What follows belongs to an exercise in optimizing a design on an open flow for small area, a short achievable clock period and few clock cycles per item; a production flow would make more cautious choices.
In this exercise RTL edits were held to simulation tests only and were not proved equivalent to the original.

==> flow/design.v <==
module feq_recip (
    input  wire        clk,
    input  wire        rst,         
    input  wire        in_valid,
    output wire        in_ready,
    input  wire [15:0] a_raw,       
    input  wire [15:0] b_raw,       
    output reg         out_valid,
    input  wire        out_ready,
    output reg  [31:0] out_re,      
    output reg  [31:0] out_im,      
    output reg  [3:0]  out_sh,      
    output reg         out_dead
);
    localparam [2:0] S_IDLE = 3'd0,
                     S_SQ   = 3'd1,
                     S_NORM = 3'd2,
                     S_DIV  = 3'd3,
                     S_RND  = 3'd4,
                     S_MUL  = 3'd5,
                     S_OUT  = 3'd6;
    reg  [2:0]  state;
    reg  [15:0] a_r, b_r;
    reg  [31:0] d_r;         
    reg  [4:0]  e_r;         
    reg  [31:0] dn_r;        
    reg  [32:0] rem_r;       
    reg  [30:0] q_r;         
    reg  [4:0]  bit_r;       
    assign in_ready = (state == S_IDLE);
    wire signed [31:0] a_sq = $signed(a_r) * $signed(a_r);
    wire signed [31:0] b_sq = $signed(b_r) * $signed(b_r);
    wire        [31:0] d_sum = a_sq + b_sq;
    reg [4:0] msb;
    integer k;
    always @* begin
        msb = 5'd0;
        for (k = 0; k < 31; k = k + 1)
            if (d_r[k])
                msb = k[4:0];
    end
    wire        d_dead = (d_r < 32'd4);
    wire [4:0]  e_norm = d_r[31] ? 5'd0 : (5'd30 - msb);
    wire        div_ge  = (rem_r >= {1'b0, dn_r});
    wire [32:0] div_sub = rem_r - {1'b0, dn_r};
    wire [32:0] g_rem   = div_sub;
    wire        g_round = div_ge && ((g_rem != 33'd0) || q_r[0]);
    wire [3:0]         half = e_r[4:1];
    wire signed [47:0] p_re = $signed(a_r) * $signed({1'b0, q_r});
    wire signed [47:0] p_b  = $signed(b_r) * $signed({1'b0, q_r});
    wire signed [47:0] p_im = -p_b;
    wire signed [61:0] s_re = $signed(p_re) <<< half;
    wire signed [61:0] s_im = $signed(p_im) <<< half;
    wire        [31:0] m_re, m_im;
    feq_round_sat u_rs_re (.x(s_re), .y(m_re));
    feq_round_sat u_rs_im (.x(s_im), .y(m_im));
    always @(posedge clk) begin
        if (rst) begin
            state     <= S_IDLE;
            out_valid <= 1'b0;
        end else begin
            case (state)
                S_IDLE: begin
                    if (in_valid) begin
                        a_r   <= a_raw;
                        b_r   <= b_raw;
                        state <= S_SQ;
                    end
                end
                S_SQ: begin
                    d_r   <= d_sum;
                    state <= S_NORM;
                end
                S_NORM: begin
                    if (d_dead) begin
                        out_re    <= 32'd0;
                        out_im    <= 32'd0;
                        out_sh    <= 4'd0;
                        out_dead  <= 1'b1;
                        out_valid <= 1'b1;
                        state     <= S_OUT;
                    end else begin
                        e_r   <= e_norm;
                        dn_r  <= d_r << e_norm;
                        rem_r <= 33'h0_4000_0000;    
                        q_r   <= 31'd0;
                        bit_r <= 5'd30;
                        state <= S_DIV;
                    end
                end
                S_DIV: begin
                    if (div_ge) begin
                        rem_r       <= {div_sub[31:0], 1'b0};
                        q_r[bit_r]  <= 1'b1;
                    end else begin
                        rem_r       <= {rem_r[31:0], 1'b0};
                    end
                    if (bit_r == 5'd0)
                        state <= S_RND;
                    else
                        bit_r <= bit_r - 5'd1;
                end
                S_RND: begin
                    if (g_round)
                        q_r <= q_r + 31'd1;
                    state <= S_MUL;
                end
                S_MUL: begin
                    out_re    <= m_re;
                    out_im    <= m_im;
                    out_sh    <= e_r - {1'b0, half};
                    out_dead  <= 1'b0;
                    out_valid <= 1'b1;
                    state     <= S_OUT;
                end
                S_OUT: begin
                    if (out_ready) begin
                        out_valid <= 1'b0;
                        state     <= S_IDLE;
                    end
                end
                default: state <= S_IDLE;
            endcase
        end
    end
endmodule
module feq_round_sat (
    input  wire signed [61:0] x,
    output reg         [31:0] y
);
    wire signed [46:0] t  = x[61:15];           
    wire        [14:0] f  = x[14:0];
    wire               up = (f > 15'h4000) || ((f == 15'h4000) && t[0]);
    wire signed [47:0] r  = $signed(t) + $signed({47'd0, up});
    always @* begin
        if (r > 48'sh0000_7FFF_FFFF)
            y = 32'h7FFF_FFFF;
        else if (r < -48'sh0000_8000_0000)
            y = 32'h8000_0000;
        else
            y = r[31:0];
    end
endmodule
==> flow/run.sh <==
#!/bin/bash
# synth_recipe.tcl (not shown) runs the flow's synth.tcl, then flattens the netlist and writes it again
# the make line also repeats each setting of config.mk as NAME=value (left out here)
make -C /OpenROAD-flow-scripts/flow DESIGN_CONFIG=/design/flow/config.mk WORK_HOME=/design/flow/orfs CLKGATE_MAP_FILE= SYNTH_SCRIPT=/design/flow/synth_recipe.tcl finish
==> flow/config.mk <==
export PLATFORM = sky130hd
export DESIGN_NAME = feq_recip
export DESIGN_NICKNAME = feq_recip
export VERILOG_FILES = /design/flow/design.v
export SDC_FILE = /design/flow/constraint.sdc
export NUM_CORES = 4
export LEC_CHECK = 0
export CAP_MARGIN = 20
export CORE_MARGIN = 2
export CORE_UTILIZATION = 40
export SLEW_MARGIN = 20
export SYNTH_HIERARCHICAL = 0
==> flow/constraint.sdc <==
create_clock -name core_clock -period 12.0 [get_ports {clk}]
set_input_delay 2.4000 -clock core_clock [delete_from_list [all_inputs] [get_ports {clk}]]
set_output_delay 2.4000 -clock core_clock [all_outputs]
set_load 0.01 [all_outputs]
==> results.py <==
metrics = {
    "outcome": {
        "status": "timing/DRC/antenna clean",
    },
    "setup_path": {
        "cp.required_ps": 12360,
        "max_stage_delay_ps": 790,
        "critPathKind": "reg2reg",
        "cp.arrival_ps": 11760,
        "start_kind": "register",
        "crit_fanout": 32,
        "crit_top_cell": "fa_1",
        "crit_slowest_cell": "a211oi_1",
        "end_kind": "register",
    },
    "die": {
        "coreArea_sq_um": 194200,
        "dieArea_sq_um": 198400,
        "pin_count": 107,
        "num_rows": 162,
        "die_w_um": 445.4,
        "die_h_um": 445.4,
        "start_util": 0.4014,
    },
    "placed_design": {
        "place_ws_ps": 660.4,
        "io_buffers": 106,
        "dpl.cell_count": 11316,
        "place_hpwl_um": 197900,
        "gp_congestion": 0.9813,
    },
    "synthesis": {
        "ys.flop_type": "edfxtp_1",
        "synth_cells": 9004,
        "ys_warn_count": 2,
        "yosys.area.top_type_share": 0.3442,
        "async_flop_share": 0,
        "synth_top_cell_by_area": "fa_1",
        "avgSynthCellArea_sq_um": 8.656,
        "syn_area_sq_um": 77940,
        "yosys-top-cells-area": "fa_1, edfxtp_1, inv_1",
        "synth_edf_count": 238,
        "yosysSeqAreaShare": 0.09272,
        "syn-num-nets": 10898,
        "synth.distinct_cells": 129,
        "synth_seq_cells": 242,
    },
    "clock_tree": {
        "htreeDepth": 1,
        "clock_sinks": 242,
        "postCtsSetupBuffers": 0,
        "cts_root_buffer": "clkbuf_16",
        "clk_latency_ps": 650,
        "cts_made_buffers": 29,
        "clk_pin_slew_ps": 60,
        "cts_resized": 0,
        "cts_buffer_depth": 3,
        "cts_tree": "built",
        "ctsHoldBuffers": 0,
    },
    "sta": {
        "slew_viol_final": 0,
        "rsz0062_at_grt": "false",
        "relSlewSlack": 0.1762,
        "setup_slack_ps": 608.8,
        "setup_viol": 0,
        "final.setup.tns_ps": 0,
        "post-route-period-util": 0.9493,
        "finalCriticalPeriod_ps": 11390,
        "fmax_mhz": 87.79,
        "hold_viol": 0,
        "worst_clock_skew_ps": 23.80,
        "worst_pin_slew_ps": 1231,
    },
    "detailed_routing": {
        "viasPerCell": 5.623,
        "drtIter0Drc": 5327,
        "drc": 0,
        "vias": 63962,
        "ant_nets": 0,
        "wl_per_cell_um": 21.47,
        "routed_wl_um": 244300,
        "drtPass1Iterations": 7,
    },
    "final_layout": {
        "fill_cells": 19312,
        "area_growth_pct": 6.009,
        "final_nets": 10701,
        "drive_gt1_frac": 0.05697,
        "fin_cells": 11375,
    },
    "worst_hold_path": {
        "hold_path_class": "reg2reg",
    },
    "grt": {
        "grt_use_total": 0.2487,
        "gr-total-overflow": 0,
        "grt_max_degree": 78,
        "grt_pass1_vias": 67090,
        "grt_pass1_wl_um": 387300,
        "antenna_found_initial": 15,
    },
    "flow_run": {
        "cap_violations": 0,
    },
}
-- path summary, 6_finish.rpt --
kind	from	slack (ps)	cells past startpoint	endpoint
max reg2reg	b_r[5]	610	31	out_im[8]
min reg2reg	rem_r[21]	610	2	rem_r[22]
max	b_r[5]	610	31	out_im[8]
min	rem_r[21]	610	2	rem_r[22]
-- registers in the layout, indices dropped and copies added, names as in the netlist, 16 cells and up --
| name | count |
|---|---|
| b_r | 16 |
| out_im | 32 |
| rem_r | 32 |
| q_r | 31 |
| d_r | 32 |
| out_re | 32 |
| dn_r | 32 |
| a_r | 16 |
-- worst max-delay path: cells and delay by family (launching register included) --
family | cells | cell delay (ps)
buf+inv | 6 | 1130
flops | 1 | 640
mux | 2 | 370
simple gates | 7 | 2210
compound gates | 9 | 3020
fa+ha+maj | 7 | 3660
-- placed cells by master, fill, tap and decap left out, types with 106 or more instances in the layout --
cell / n
buf_4: 178
edfxtp_1: 238
xnor2_1: 138
a21oi_1: 285
and2_1: 584
mux2i_1: 162
clkdlybuf4s50_1: 106
nor3_1: 134
nor2_1: 429
nand3_1: 142
fa_1: 1340
inv_1: 1735
nand2_1: 984
ha_1: 518
o21ai_0: 211
-- stage by stage --
stage               area (sq um)  hold WS, ps    util
global placement           81530        591.7  0.4199
detailed placement         81610        605.6  0.4203
finish                     82620        613.4  0.4255
global route               82620        665.3  0.4255
CTS                        82590        622.7  0.4253
floorplan                  77940        562.3       -
-- synth_stat cells (all sizes together) (124+ instances only) --
| cell | instances |
|---|---|
| mux2i | 162 |
| xnor2 | 138 |
| buf | 124 |
| nor3 | 141 |
| and2 | 585 |
| nand3 | 143 |
| o21ai | 279 |
| edfxtp | 238 |
| nand2 | 985 |
| ha | 518 |
| clkbuf | 398 |
| a21oi | 298 |
| fa | 1340 |
| inv | 1742 |
| nor2 | 433 |
-- area by class of cell --
class | count | area (sq um) | share of cell area
clock buffers | 35 | 748.2 | 0.009056
diodes | 4 | 10.01 | 0.0001211
inverters | 1747 | 6559 | 0.07938
well taps | 2542 | 3181 | 0.03849
clock inverters | 18 | 231.5 | 0.002802
repair buffers | 294 | 2587 | 0.03132
flip-flops and latches | 242 | 7227 | 0.08747
multi-input cells | 6493 | 62080 | 0.7514
-- cells by family (layout without fill, tap and decap cells) --
kind of cell | after synthesis | count (layout) | synth area share
buffers and inverters | 2269 | 2094 | 0.1121
other | 1 | 5 | 0.00004811
XOR/XNOR | 203 | 203 | 0.02281
flip-flops | 242 | 242 | 0.09272
adder cells (fa/ha/maj) | 1858 | 1858 | 0.4273
AND/OR/NAND/NOR | 2766 | 2766 | 0.1774
multiplexers | 213 | 213 | 0.03135
AO/OA/AOI/OAI | 1452 | 1452 | 0.1363
-- per-layer routing --
layer / track usage / part of all wire / up-vias
li1: - / - / 28814
met2: 0.4234 / 0.48 / 2268
met5: 0 / 0.00017 / -
met3: 0.03603 / 0.071 / 445
met4: 0.08668 / 0.038 / 6
met1: 0.3221 / 0.41 / 32429
Testbench counts, summed over its fixed seeds: cycles 84,774, items 2,400.

port drivers added, routing unchanged:
The flow's constraints put no driver on any port. The routed layout listed below was extracted and timed again, unchanged, in two steps.
Step 1 sets driving cells, clkbuf_16 on the clock port and buf_2 on the other inputs (assumed; they add their load-dependent delay and slew).
Step 2, shift: input delay + t, output delay - t, t = (earliest + latest rising clock arrival at the registers) / 2. This alone moves slack from input paths to output paths.
Slacks: no drivers / after step 1 / after step 2; pairs: no drivers / after step 1.
t (ns): 0.726
setup WS [ns]: 0.609 / 0.609 / 0.609
worst register clock-pin slew, ns: 0.07 / 0.07
worst data-port slew with drivers (ns): 0.13
After both steps setup and hold are still met in this run. The setup slack of this run moves by 0.000 ns with the drivers and by 0.000 ns with both steps.
